From an optimization exercise on the open Yosys and OpenROAD flow, aimed at small area, a short achievable clock period and few clock cycles; shortcuts taken in it are not production practice.
Function was checked by simulation only, so behaviour that the tests miss may differ from the original.

==> flow/design.v <==
module ledger_cvt_core (
    input  wire [127:0] word,
    input  wire [9:0]   eref,
    input  wire [1:0]   fmt,
    output wire [24:0]  win,       
    output wire         sticky,    
    output wire         neg,
    output wire [7:0]   be,        
    output wire         be_ovf,    
    output wire         be_top,    
    output wire         is_nan,
    output wire         is_sat,
    output wire         is_zero
);
    assign neg = word[127];
    wire [126:0] d = word[126:0] ^ word[127:1];
    wire [6:0] p;
    lzc128 u_lz (.v({1'b0, d}), .pos(p));
    wire run = ~|d[125:1];
    assign is_nan  = run & d[126] & ~d[0] & neg;
    assign is_sat  = run & d[126] & (d[0] ^ ~neg);
    assign is_zero = run & ~d[126] & ~d[0] & ~neg;
    wire fp16 = (fmt == 2'd2);
    wire signed [11:0] se   = {{2{eref[9]}}, eref};
    wire signed [11:0] s    = (fp16 ? 12'sd82 : -12'sd30) - se;
    wire signed [11:0] pe   = {5'd0, p};
    wire               sub  = s > pe;
    wire signed [11:0] bex  = pe + se + (fp16 ? -12'sd81 : 12'sd31);
    wire signed [11:0] bmax = fp16 ? 12'sd30 : 12'sd254;
    assign be     = sub ? 8'd1 : bex[7:0];
    assign be_ovf = bex > bmax;
    assign be_top = bex == bmax;
    wire [7:0] kk = !sub ? {1'b0, p} : (s > 12'sd151) ? 8'd151 : s[7:0];
    wire [150:0] we = {word[126:0], 24'd0};
    rshift_win u_sh (.v(we), .fill(neg), .k(kk), .win(win), .lost(sticky));
endmodule
module ledger_cvt_pack (
    input  wire [24:0]  win,
    input  wire         sticky,
    input  wire         neg,
    input  wire [7:0]   be,
    input  wire         be_ovf,
    input  wire         be_top,
    input  wire         is_nan,
    input  wire         is_sat,
    input  wire         is_zero,
    input  wire [1:0]   fmt,
    input  wire [1:0]   mode,
    input  wire         flush,
    output reg  [31:0]  bits,
    output reg          range
);
    reg st, wr;
    reg [23:0] low;    
    always @(*) begin
        case (fmt)
            2'd1:    begin st = sticky | (|win[15:0]); wr = win[16]; low = 24'h00FFFF; end
            2'd2:    begin st = sticky | (|win[12:0]); wr = win[13]; low = 24'h001FFF; end
            default: begin st = sticky;                wr = win[0];  low = 24'h000000; end
        endcase
    end
    wire [23:0] kx   = win[24:1] ^ {24{neg}};    
    wire        xr   = wr ^ neg;                 
    wire        c    = neg & ~st;                
    wire        rbit = xr ^ c;
    reg         lsb;
    always @(*) begin
        case (fmt)
            2'd1:    lsb = kx[16];
            2'd2:    lsb = kx[13];
            default: lsb = kx[0];
        endcase
    end
    reg up;
    always @(*) begin
        case (mode)
            2'd1:    up = 1'b0;
            2'd2:    up = ~neg & (rbit | st);
            2'd3:    up = neg & (rbit | st);
            default: up = rbit & (st | lsb);
        endcase
    end
    wire inc = (xr & c) | up;
    wire [24:0] n = {1'b0, kx | low} + {24'd0, inc};
    wire cy = n[24];
    wire h  = n[23] | cy;
    wire to_inf = (mode == 2'd0) || (mode == 2'd2 && !neg) || (mode == 2'd3 && neg);
    wire [22:0] mant = (cy || (!h && flush)) ? 23'd0 : n[22:0];
    wire [7:0]  ex   = h ? (be + {7'd0, cy}) : 8'd0;
    wire        ovf  = be_ovf | (be_top & cy);
    always @(*) begin
        range = 1'b0;
        bits  = 32'd0;
        case (fmt)
            2'd1: begin
                if (is_nan)       bits = 32'h7FC0;
                else if (is_sat)  begin bits = {16'd0, neg, 15'h7F80}; range = 1'b1; end
                else if (is_zero) bits = 32'd0;
                else if (ovf)     begin bits = {16'd0, neg, to_inf ? 15'h7F80 : 15'h7F7F}; range = 1'b1; end
                else              bits = {16'd0, neg, ex, mant[22:16]};
            end
            2'd2: begin
                if (is_nan)       bits = 32'h7E00;
                else if (is_sat)  begin bits = {16'd0, neg, 15'h7C00}; range = 1'b1; end
                else if (is_zero) bits = 32'd0;
                else if (ovf)     begin bits = {16'd0, neg, to_inf ? 15'h7C00 : 15'h7BFF}; range = 1'b1; end
                else              bits = {16'd0, neg, ex[4:0], mant[22:13]};
            end
            default: begin
                if (is_nan)       bits = 32'h7FC0_0000;
                else if (is_sat)  begin bits = {neg, 31'h7F80_0000}; range = 1'b1; end
                else if (is_zero) bits = 32'd0;
                else if (ovf)     begin bits = {neg, to_inf ? 31'h7F80_0000 : 31'h7F7F_FFFF}; range = 1'b1; end
                else              bits = {neg, ex, mant};
            end
        endcase
    end
endmodule
module rshift_win (
    input  wire [150:0] v,
    input  wire         fill,
    input  wire [7:0]   k,
    output wire [24:0]  win,
    output wire         lost      
);
    wire [151:0] t7;
    wire [87:0]  t6;
    wire [55:0]  t5;
    wire [39:0]  t4;
    wire [31:0]  t3;
    wire [27:0]  t2;
    wire [25:0]  t1;
    genvar j;
    generate
        for (j = 0; j < 152; j = j + 1) begin : s7
            if (j + 128 <= 150) assign t7[j] = k[7] ? v[j + 128] : v[j];
            else if (j < 48)    assign t7[j] = k[7] ? fill : v[j];
            else if (j <= 150)  assign t7[j] = v[j];
            else                assign t7[j] = fill;
        end
        for (j = 0; j < 88; j = j + 1) begin : s6
            assign t6[j] = k[6] ? t7[j + 64] : t7[j];
        end
        for (j = 0; j < 56; j = j + 1) begin : s5
            assign t5[j] = k[5] ? t6[j + 32] : t6[j];
        end
        for (j = 0; j < 40; j = j + 1) begin : s4
            assign t4[j] = k[4] ? t5[j + 16] : t5[j];
        end
        for (j = 0; j < 32; j = j + 1) begin : s3
            assign t3[j] = k[3] ? t4[j + 8] : t4[j];
        end
        for (j = 0; j < 28; j = j + 1) begin : s2
            assign t2[j] = k[2] ? t3[j + 4] : t3[j];
        end
        for (j = 0; j < 26; j = j + 1) begin : s1
            assign t1[j] = k[1] ? t2[j + 2] : t2[j];
        end
        for (j = 0; j < 25; j = j + 1) begin : s0
            assign win[j] = k[0] ? t1[j + 1] : t1[j];
        end
    endgenerate
    assign lost = (k[7] & (|v[127:0])) | (k[6] & (|t7[63:0])) | (k[5] & (|t6[31:0])) |
                  (k[4] & (|t5[15:0])) | (k[3] & (|t4[7:0])) | (k[2] & (|t3[3:0])) |
                  (k[1] & (|t2[1:0])) | (k[0] & t1[0]);
endmodule
module lzc128 (
    input  wire [127:0] v,
    output wire [6:0]   pos
);
    wire [63:0] a1; wire [63:0]  p1;
    wire [31:0] a2; wire [63:0]  p2;
    wire [15:0] a3; wire [47:0]  p3;
    wire [7:0]  a4; wire [31:0]  p4;
    wire [3:0]  a5; wire [19:0]  p5;
    wire [1:0]  a6; wire [11:0]  p6;
    genvar i;
    generate
        for (i = 0; i < 64; i = i + 1) begin : l1
            assign a1[i] = v[2*i+1] | v[2*i];
            assign p1[i] = v[2*i+1];
        end
        for (i = 0; i < 32; i = i + 1) begin : l2
            assign a2[i] = a1[2*i+1] | a1[2*i];
            assign p2[2*i+1:2*i] = a1[2*i+1] ? {1'b1, p1[2*i+1]} : {1'b0, p1[2*i]};
        end
        for (i = 0; i < 16; i = i + 1) begin : l3
            assign a3[i] = a2[2*i+1] | a2[2*i];
            assign p3[3*i+2:3*i] = a2[2*i+1] ? {1'b1, p2[4*i+3:4*i+2]} : {1'b0, p2[4*i+1:4*i]};
        end
        for (i = 0; i < 8; i = i + 1) begin : l4
            assign a4[i] = a3[2*i+1] | a3[2*i];
            assign p4[4*i+3:4*i] = a3[2*i+1] ? {1'b1, p3[6*i+5:6*i+3]} : {1'b0, p3[6*i+2:6*i]};
        end
        for (i = 0; i < 4; i = i + 1) begin : l5
            assign a5[i] = a4[2*i+1] | a4[2*i];
            assign p5[5*i+4:5*i] = a4[2*i+1] ? {1'b1, p4[8*i+7:8*i+4]} : {1'b0, p4[8*i+3:8*i]};
        end
        for (i = 0; i < 2; i = i + 1) begin : l6
            assign a6[i] = a5[2*i+1] | a5[2*i];
            assign p6[6*i+5:6*i] = a5[2*i+1] ? {1'b1, p5[10*i+9:10*i+5]} : {1'b0, p5[10*i+4:10*i]};
        end
    endgenerate
    assign pos = a6[1] ? {1'b1, p6[11:6]} : {1'b0, p6[5:0]};
endmodule
module ledger_cvt (
    input  wire         clk,
    input  wire         rst,
    input  wire         in_valid,
    output wire         in_ready,
    input  wire [127:0] in_word,
    input  wire [9:0]   in_eref,
    input  wire [1:0]   in_fmt,      
    input  wire [1:0]   in_mode,     
    input  wire         in_flush,    
    output reg          out_valid,
    output reg  [31:0]  out_bits,
    output reg          out_range
);
    assign in_ready = 1'b1;
    reg         v0;
    reg [127:0] word0;
    reg [9:0]   eref0;
    reg [1:0]   fmt0, mode0;
    reg         flush0;
    always @(posedge clk) begin
        v0     <= rst ? 1'b0 : in_valid;
        word0  <= in_word;
        eref0  <= in_eref;
        fmt0   <= in_fmt;
        mode0  <= in_mode;
        flush0 <= in_flush;
    end
    wire [24:0] win;
    wire        sticky, neg, be_ovf, be_top, is_nan, is_sat, is_zero;
    wire [7:0]  be;
    ledger_cvt_core core (
        .word(word0), .eref(eref0), .fmt(fmt0),
        .win(win), .sticky(sticky), .neg(neg), .be(be), .be_ovf(be_ovf), .be_top(be_top),
        .is_nan(is_nan), .is_sat(is_sat), .is_zero(is_zero));
    reg         v1;
    reg [24:0]  win1;
    reg         sticky1, neg1, be_ovf1, be_top1, nan1, sat1, zero1;
    reg [7:0]   be1;
    reg [1:0]   fmt1, mode1;
    reg         flush1;
    always @(posedge clk) begin
        v1      <= rst ? 1'b0 : v0;
        win1    <= win;
        sticky1 <= sticky;
        neg1    <= neg;
        be1     <= be;
        be_ovf1 <= be_ovf;
        be_top1 <= be_top;
        nan1    <= is_nan;
        sat1    <= is_sat;
        zero1   <= is_zero;
        fmt1    <= fmt0;
        mode1   <= mode0;
        flush1  <= flush0;
    end
    wire [31:0] bits;
    wire        range;
    ledger_cvt_pack pack (
        .win(win1), .sticky(sticky1), .neg(neg1), .be(be1), .be_ovf(be_ovf1), .be_top(be_top1),
        .is_nan(nan1), .is_sat(sat1), .is_zero(zero1), .fmt(fmt1), .mode(mode1), .flush(flush1),
        .bits(bits), .range(range));
    always @(posedge clk) begin
        out_valid <= rst ? 1'b0 : v1;
        out_bits  <= bits;
        out_range <= range;
    end
endmodule
clock: 35.0 ns
lec_check: 0
cap_margin: 20
core_margin: 2
core_utilization: 50
place_density: 0.7
slew_margin: 20
standard.sh (not shown) runs the stock make flow with config.mk's settings and CLKGATE_MAP_FILE= SYNTH_SCRIPT=/design/flow/synth_recipe.tcl, a recipe that flattens the netlist after the stock synthesis.
==> flow/flow/run.sh <==
#!/bin/bash
# The standard layout (standard.sh) with three changes:
#  - synthesis maps the logic with an area-oriented ABC script (flow/synth.tcl);
#  - ports are buffered with buf_1 instead of the default buffer cell;
#  - timing repair aims at an 8 ns period (setup margin 27 ns on the 35 ns
#    clock).  The constraints themselves are unchanged.
set -euo pipefail
export MY_WORK_DIR=$(pwd)
export MY_FLOW_DIR=$(pwd)/flow
bash standard.sh "SYNTH_SCRIPT=$MY_FLOW_DIR/synth.tcl" \
  "BUFFER_PORTS_ARGS=-buffer_cell sky130_fd_sc_hd__buf_1" \
  "SETUP_SLACK_MARGIN=27" finish > flow_make.log 2>&1
==> flow/flow/area.abc <==
strash; dch -f; amap; topo; stime -c; buffer -c; upsize -c; dnsize -c
==> flow/flow/synth.tcl <==
# synth_recipe.tcl (the standard synthesis) with one change: ABC maps the
# logic with flow/area.abc, an area-oriented script (amap, then buffering
# and sizing), instead of ORFS's script.  Registers are mapped before ABC
# runs, so their cells and names are the standard synthesis's.
proc abc {args} {
  set i [lsearch -exact $args -script]
  if {$i >= 0} { lset args [expr {$i + 1}] $::env(MY_FLOW_DIR)/area.abc }
  yosys abc {*}$args
}
source $::env(MY_WORK_DIR)/synth_recipe.tcl
Testbench counts at the start, summed over its fixed seeds: cycles 16,024.
Next try:
--- a/flow/design.v
+++ b/flow/design.v
@@ -16,5 +16,7 @@
     wire [126:0] d = word[126:0] ^ word[127:1];
     wire [6:0] p;
+    wire [6:0] tz;
     lzc128 u_lz (.v({1'b0, d}), .pos(p));
+    tzc128 u_tz (.v(word), .pos(tz));
     wire run = ~|d[125:1];
     assign is_nan  = run & d[126] & ~d[0] & neg;
@@ -33,5 +35,6 @@
     wire [7:0] kk = !sub ? {1'b0, p} : (s > 12'sd151) ? 8'd151 : s[7:0];
     wire [150:0] we = {word[126:0], 24'd0};
-    rshift_win u_sh (.v(we), .fill(neg), .k(kk), .win(win), .lost(sticky));
+    rshift_win u_sh (.v(we), .fill(neg), .k(kk), .win(win));
+    assign sticky = ({1'b0, tz} + 8'd24) < kk;
 endmodule
 module ledger_cvt_pack (
@@ -121,6 +124,5 @@
     input  wire         fill,
     input  wire [7:0]   k,
-    output wire [24:0]  win,
-    output wire         lost      
+    output wire [24:0]  win
 );
     wire [151:0] t7;
@@ -161,7 +163,4 @@
         end
     endgenerate
-    assign lost = (k[7] & (|v[127:0])) | (k[6] & (|t7[63:0])) | (k[5] & (|t6[31:0])) |
-                  (k[4] & (|t5[15:0])) | (k[3] & (|t4[7:0])) | (k[2] & (|t3[3:0])) |
-                  (k[1] & (|t2[1:0])) | (k[0] & t1[0]);
 endmodule
 module lzc128 (
@@ -203,4 +202,19 @@
     endgenerate
     assign pos = a6[1] ? {1'b1, p6[11:6]} : {1'b0, p6[5:0]};
+endmodule
+module tzc128 (
+    input  wire [127:0] v,
+    output wire [6:0]   pos
+);
+    wire [127:0] r;
+    genvar i;
+    generate
+        for (i = 0; i < 128; i = i + 1) begin : rv
+            assign r[i] = v[127 - i];
+        end
+    endgenerate
+    wire [6:0] q;
+    lzc128 u (.v(r), .pos(q));
+    assign pos = ~q;
 endmodule
 module ledger_cvt (
Synthesized cell count rose by 11%.
Via count rose by 6.5%.
First-iteration DRC count fell by 4.7%.
Setup slack loses 35 ps.
Wire length rose by 2.9%.
Testbench counts after the change, summed over its fixed seeds: cycles 16,024.

static timing again, ports no longer ideal:
Ports are ideal in the flow. The routed layouts listed here were re-timed in OpenROAD. Step 1 sets driving cells, clkbuf_16 on the clock port and buf_2 on the other inputs (assumed; they add their load-dependent delay and slew). Step 2 also shifts input and output timing later by t, the mid clock arrival at the registers, as if the neighbouring blocks saw the same clock. Three values: ideal ports, drivers, drivers and shift; two values: the first two.
run	shift t [ns]	slack for setup (ns)	pins driven straight from the clock port
the first run	0.586	27.017 / 26.965 / 27.181	1
the second run	0.613	26.982 / 26.925 / 27.369	1
After both steps setup and hold are still met in every run listed.
